This design comes from an exercise in tuning for small area, a short achievable clock period and few clock cycles per item on the open sky130 flow, not from production work. Only simulation tests tie the RTL to the original design; equivalence was not proved.

<file path="flow/design.v">
module zlc_tilechk (
    input  wire         clk,
    input  wire         rst,          
    input  wire [15:0]  cfg_lenm1,    
    input  wire         in_valid,
    output wire         in_ready,
    input  wire [255:0] in_data,      
    input  wire         in_first,
    input  wire         in_last,
    output reg          res_valid,
    output reg  [2:0]   res_check,    
    output reg  [31:0]  res_crc       
);
    reg         in_tile;              
    reg  [2:0]  hdr_fail;             
    reg  [6:0]  pum1_q;
    reg  [31:0] crc_field_q;
    reg  [31:0] crc_q;
    reg  [7:0]  count_q;              
    wire        hdr_valid, hdr_bounds_ok, hdr_poison;
    wire [6:0]  hdr_pum1;
    wire [31:0] crc_hdr, crc_pay;
    wire [223:0] hdr_bytes = {in_data[223:11], 1'b0, in_data[9:0]};
    tc_header u_hdr (
        .hdr       (in_data),
        .lenm1     (cfg_lenm1),
        .valid     (hdr_valid),
        .bounds_ok (hdr_bounds_ok),
        .poison    (hdr_poison),
        .pum1      (hdr_pum1)
    );
    tc_crc #(.NBITS(224)) u_crc_hdr (
        .crc_in  (32'hFFFF_FFFF),
        .data    (hdr_bytes),
        .crc_out (crc_hdr)
    );
    tc_crc #(.NBITS(256)) u_crc_pay (
        .crc_in  (crc_q),
        .data    (in_data),
        .crc_out (crc_pay)
    );
    wire        take   = in_valid && in_ready;
    wire        is_hdr = !in_tile;
    reg  [2:0]  first_fail;
    always @(*) begin
        if (!in_first)           first_fail = 3'd1;
        else if (!hdr_valid)     first_fail = 3'd2;
        else if (!hdr_bounds_ok) first_fail = 3'd3;
        else if (hdr_poison)     first_fail = 3'd4;
        else                     first_fail = 3'd0;
    end
    wire [2:0]  fail_n  = is_hdr ? first_fail : hdr_fail;
    wire [6:0]  pum1_n  = is_hdr ? hdr_pum1 : pum1_q;
    wire [31:0] field_n = is_hdr ? in_data[255:224] : crc_field_q;
    wire [31:0] crc_n   = is_hdr ? crc_hdr : crc_pay;
    wire [7:0]  count_n = is_hdr ? 8'd0 : ((count_q == 8'hFF) ? count_q : count_q + 8'd1);
    wire [31:0] crc_fin = ~crc_n;
    always @(posedge clk) begin
        if (rst) begin
            in_tile   <= 1'b0;
            res_valid <= 1'b0;
        end else begin
            res_valid <= 1'b0;
            if (take) begin
                hdr_fail    <= fail_n;
                pum1_q      <= pum1_n;
                crc_field_q <= field_n;
                crc_q       <= crc_n;
                count_q     <= count_n;
                in_tile     <= !in_last;
                if (in_last) begin
                    res_valid <= 1'b1;
                    res_crc   <= crc_fin;
                    if (fail_n != 3'd0)
                        res_check <= fail_n;
                    else if (count_n != {1'b0, pum1_n} + 8'd1)
                        res_check <= 3'd5;
                    else if (crc_fin != field_n)
                        res_check <= 3'd6;
                    else
                        res_check <= 3'd0;
                end
            end
        end
    end
    assign in_ready = 1'b1;
endmodule
module tc_header (
    input  wire [255:0] hdr,        
    input  wire [15:0]  lenm1,      
    output wire         valid,      
    output wire         bounds_ok,  
    output wire         poison,     
    output wire [6:0]   pum1
);
    wire [31:0] w0 = hdr[31:0];
    wire [31:0] w1 = hdr[63:32];
    wire [31:0] w2 = hdr[95:64];
    wire [31:0] w4 = hdr[159:128];
    wire [31:0] w6 = hdr[223:192];
    wire [3:0]  fmt      = w0[3:0];
    wire [1:0]  bs       = w0[5:4];
    wire [1:0]  rnd      = w0[7:6];
    wire        c_bit    = w0[8];
    wire        d_bit    = w0[9];
    wire [3:0]  hver     = w0[15:12];
    wire [12:0] rowsm1   = w1[12:0];
    wire [12:0] colsm1   = w1[28:16];
    wire [13:0] nnz      = w2[13:0];
    wire [19:0] src_id   = w4[19:0];
    wire [3:0]  src_kind = w4[23:20];
    assign pum1   = w0[22:16];
    assign poison = w0[10];
    wire wide16  = (fmt == 4'd0) || (fmt == 4'd1);             
    wire narrow4 = (fmt == 4'd5) || (fmt == 4'd7);             
    wire short_f = (fmt >= 4'd2) && (fmt <= 4'd7);
    wire [26:0] n = ({14'd0, rowsm1} + 27'd1) * ({14'd0, colsm1} + 27'd1);
    reg  [27:0] vb;
    always @(*) begin
        if (wide16)
            vb = {n, 1'b0};
        else if (narrow4)
            vb = {1'b0, n[26:1]} + {27'd0, n[0]};
        else
            vb = {1'b0, n};
    end
    wire [3:0]  bsl     = 4'd4 + {2'd0, bs};                   
    wire [26:0] nb      = (n >> bsl) + {26'd0, ((n & ((27'd1 << bsl) - 27'd1)) != 27'd0)};
    wire [27:0] vunits  = (vb >> 5) + {27'd0, (vb[4:0] != 5'd0)};
    wire [26:0] sunits  = (nb >> 5) + {26'd0, (nb[4:0] != 5'd0)};
    wire [28:0] du      = short_f ? ({1'b0, vunits} + {2'd0, sunits}) : {1'b0, vunits};
    wire [7:0]  units   = {1'b0, pum1} + 8'd1;
    wire c1 = (hver == 4'd1);
    wire c2 = (rnd != 2'd3) && !(wide16 && (bs != 2'd0 || rnd != 2'd0)) && (fmt <= 4'd7);
    wire c3 = !(c_bit && d_bit);
    wire c4 = (src_kind <= 4'd2) &&
              !(src_kind == 4'd1 && src_id[19:6] != 14'd0) &&
              !(src_kind == 4'd2 && src_id != 20'd0);
    wire c5 = (w0[31:23] == 9'd0) && (w1[15:13] == 3'd0) && (w1[31:29] == 3'd0) &&
              (w2[31:14] == 18'd0) && (w4[31:24] == 8'd0) && (w6 == 32'd0);
    wire c6 = !short_f || ((n & ((27'd1 << bsl) - 27'd1)) == 27'd0);
    wire c7 = (du <= 29'd128);
    wire c8 = ({13'd0, nnz} <= n);
    wire c9 = c_bit ? ({21'd0, units} <= du) : ({21'd0, units} == du);
    assign valid     = c1 & c2 & c3 & c4 & c5 & c6 & c7 & c8 & c9;
    assign bounds_ok = ({4'd0, units, 5'd0} <= ({1'b0, lenm1} + 17'd1));
endmodule
module tc_crc #(
    parameter integer NBITS = 256
) (
    input  wire [31:0]      crc_in,
    input  wire [NBITS-1:0] data,
    output reg  [31:0]      crc_out
);
    integer i;
    always @(*) begin
        crc_out = crc_in;
        for (i = 0; i < NBITS; i = i + 1) begin
            if (crc_out[0] ^ data[i])
                crc_out = (crc_out >> 1) ^ 32'h82F6_3B78;
            else
                crc_out = crc_out >> 1;
        end
    end
endmodule
</file>
<file path="flow/run.sh">
#!/bin/bash
# synth_recipe.tcl (not shown) runs the flow's synth.tcl, then flattens the netlist and writes it again
# the make line also repeats each setting of config.mk as NAME=value (left out here)
make -C /OpenROAD-flow-scripts/flow DESIGN_CONFIG=/design/flow/config.mk WORK_HOME=/design/flow/orfs CLKGATE_MAP_FILE= SYNTH_SCRIPT=/design/flow/synth_recipe.tcl finish
</file>
<file path="flow/config.mk">
export PLATFORM = sky130hd
export DESIGN_NAME = zlc_tilechk
export DESIGN_NICKNAME = zlc_tilechk
export VERILOG_FILES = /design/flow/design.v
export SDC_FILE = /design/flow/constraint.sdc
export NUM_CORES = 4
export LEC_CHECK = 0
export ABC_CLOCK_PERIOD_IN_PS = 30000
export CAP_MARGIN = 20
export CORE_MARGIN = 2
export CORE_UTILIZATION = 40
export SLEW_MARGIN = 20
</file>
<file path="flow/constraint.sdc">
create_clock -name core_clock -period 50.0 [get_ports {clk}]
set_input_delay 10.0000 -clock core_clock [delete_from_list [all_inputs] [get_ports {clk}]]
set_output_delay 10.0000 -clock core_clock [all_outputs]
set_load 0.01 [all_outputs]
</file>
==> results.txt <==
==> cells in the final DEF (no fill, tap or decap), drive strengths merged, types with 16 or more instances in the layout <==
| cell | instances |
|---|---|
| xor2 | 1018 |
| o21bai | 25 |
| nor4 | 29 |
| mux2i | 16 |
| nand4 | 30 |
| nor3 | 32 |
| nor2 | 275 |
| xnor3 | 1686 |
| o21ai | 83 |
| mux2 | 41 |
| xor3 | 228 |
| nand2b | 25 |
| and3 | 28 |
| fa | 141 |
| ha | 162 |
| edfxtp | 117 |
| or2 | 18 |
| buf | 97 |
| a21oi | 87 |
| clkbuf | 18 |
| clkdlybuf4s50 | 310 |
| inv | 279 |
| nand2 | 112 |
| xnor2 | 2795 |
| nand3 | 46 |
| o21a | 28 |
==> logic make-up after synthesis <==
logic type / synth area share
compound gates: 0.0213
xor+xnor: 0.831
fa+ha+maj: 0.0508
buf+inv: 0.0180
flops: 0.0372
mux: 0.00888
other cells: 0.0000787
simple gates: 0.0324
==> critical path: cells and delay by family <==
kind | cells | cell delay (ns)
compound gates | 3 | 0.60
buf+inv | 1 | 0.90
xor+xnor | 70 | 36.44
simple gates | 1 | 0.54
==> stage by stage <==
| step | setup WS (ns) | area [um^2] | utilization |
|---|---|---|---|
| final | 1.54 | 103000 | 0.434 |
| after global routing | 0.00685 | 103000 | 0.434 |
| after CTS | 1.29 | 103000 | 0.434 |
| after detailed placement | 1.11 | 103000 | 0.432 |
| after global placement | 1.64 | 103000 | 0.432 |
| after floorplan | 8.68 | 95400 | - |
==> cell type report <==
cell class,count,area (um^2)
inverter,278,1040
sequential,119,3560
clock inverter,13,133
multi-input combinational,7080,90200
antenna,9,22.5
clock buffer,18,429
timing repair buffer,407,3830
fill,21800,134000
tap,3167,3960
==> worst paths after layout <==
path	from	endpoint	cells after the start	slack [ns]
setup / recovery	in_data[3]	res_check[1]	75	1.54
hold / removal	crc_field_q[25]	crc_field_q[25]	1	0.58
setup reg to reg	crc_q[5]	res_check[1]	74	11.53
hold reg to reg	crc_field_q[25]	crc_field_q[25]	1	0.58
==> sequential cells by signal, summed over array words and instances (netlist names) <==
name,flops
res_crc,32
crc_field_q,32
pum1_q,7
in_tile,1
res_valid,1
hdr_fail,3
res_check,3
crc_q,32
count_q,8
==> timing repair <==
action                                  CTS  global route
endpoints found under the setup margin    0             2
setup buffers                             0             0
hold buffers                              0             0
gates resized for setup                   0             1
==> per-layer routing <==
metal  up-vias  routed length (um)
met5         -                  54
met4         8                6170
met3       220               16500
met2      1906              141000
met1     29600              136000
li1      26100                   -
==> results.toml <==
[routing]
routed_wl_um = 300000
vias = 57900
drtIter0Drc = 4993
antenna_left = 0
firstDrtPassIters = 5
drc = 0
vias_per_cell = 5.22
wire_per_inst_um = 27.1

[floorplanning]
die_h_um = 492
die_area_mm2 = 0.243
num_rows = 179
core-area_mm2 = 0.238
ios = 314
start_util = 0.402
dieWidth_um = 492

[placement]
io_buffers = 312
hpwl_um = 258000
gp_congestion = 0.952
placedCellCount = 11000

[global_routing]
grtUsageTotal = 0.243
grt_antenna_before_repair = 16
use_met1 = 0.352
met3_usage = 0.0188
grt_use_met2 = 0.400
grt_overflow = 0
grt_pass1_wl_um = 434000
top_usage_layer = "met2"
first_global_vias = 60000
grt_max_degree = 85

[cts]
cts_tree = "built"
clock-sinks = 119
clock_tree.buffer_depth = 2
cts-root-buf = "clkbuf_16"
cts_buffers = 17
clk_latency_ns = 0.42
cts.clk_slew.worst_paths_ns = 0.06
h-tree-depth = 4

[synthesis]
synth_top_area_cell = "xnor3_1"
ys.flop_type = "edfxtp_1"
netlist_instances = 7616
syn_area_mm2 = 0.0954
ys_types = 74
synth_area_leaders = "xnor3_1 37%, xnor2_1 24%, xor2_1 8.6%"
seq_area_frac_synth = 0.0372
netlist.area_leader.share = 0.373
yosysMostFrequentCell = "xnor2_1"
avgSynthCellArea_um2 = 12.5
synth_common_cells = "2616 x xnor2_1, 1582 x xnor3_1, 939 x xor2_1"
synth-edff-count = 117
syn_nets = 8196
async_flop_share = 0
synth-seq-cells = 119
yosysWarnings = 4

[finish]
drive_above_1_share = 0.0745
nets = 8483
fin_cells = 11100
syn_to_final_growth_pct = 8.15

[timing]
tns_ns = 0
rsz0062_at_grt = "no"
slew_headroom = 0.247
worstMarginPinSlew_ns = 1.12
finalHoldViolCount = 0
fin_crit_ns = 48.46
period_share = 0.969
setup_violations = 0
slew_violations = 0
holdWs_ns = 0.585
finClkSkew_ns = 0.00817
fmax_ghz = 0.0206

[job]
cap_violations = 0

[worst_setup_path]
crit_top_cell = "xnor3_1"
cp_max_fo = 11
cp_slowest_cell = "clkdlybuf4s50_1"
worstPathArrival_ns = 48.61
critical_path_class = "input pin to flip-flop"
worstSetupEndpointType = "flip-flop"
max_stage_delay_ns = 0.90
cp-start-kind = "input pin"
required_ns = 50.15

[status]
status = "timing/DRC/antenna clean"

[worst_hold_path]
hp-class = "flip-flop to flip-flop"
Testbench counts, summed over its fixed seeds: cycles 66,901, entries 66,893.

==> what the ideal ports hide <==
In the flow no input, the clock included, has a driving cell. The finished layout below was timed again as built, in two steps.
Step 1 (the two cells are an assumption about what drives the block):
set clk [get_ports {clk}]
set_driving_cell -lib_cell sky130_fd_sc_hd__clkbuf_16 $clk
set_driving_cell -lib_cell sky130_fd_sc_hd__buf_2 [delete_from_list [all_inputs] $clk]
Step 2 also shifts input and output timing later by t, the mid clock arrival at the registers, as if the neighbouring blocks saw the same clock.
a / b / c = ideal / step 1 / step 2; a / b = the first two.
t (ns): 0.466
slack for setup (ns): 1.536 / 1.527 / 1.061
clock arrival spread, ns: 0.008 / 0.008
slew at the worst register clock pin (ns): 0.06 / 0.06
worst slew at a driven data input, ns: 0.28
After both steps this run still meets setup and hold. The setup slack of this run moves by -0.009 ns with the drivers and by -0.475 ns with both steps.
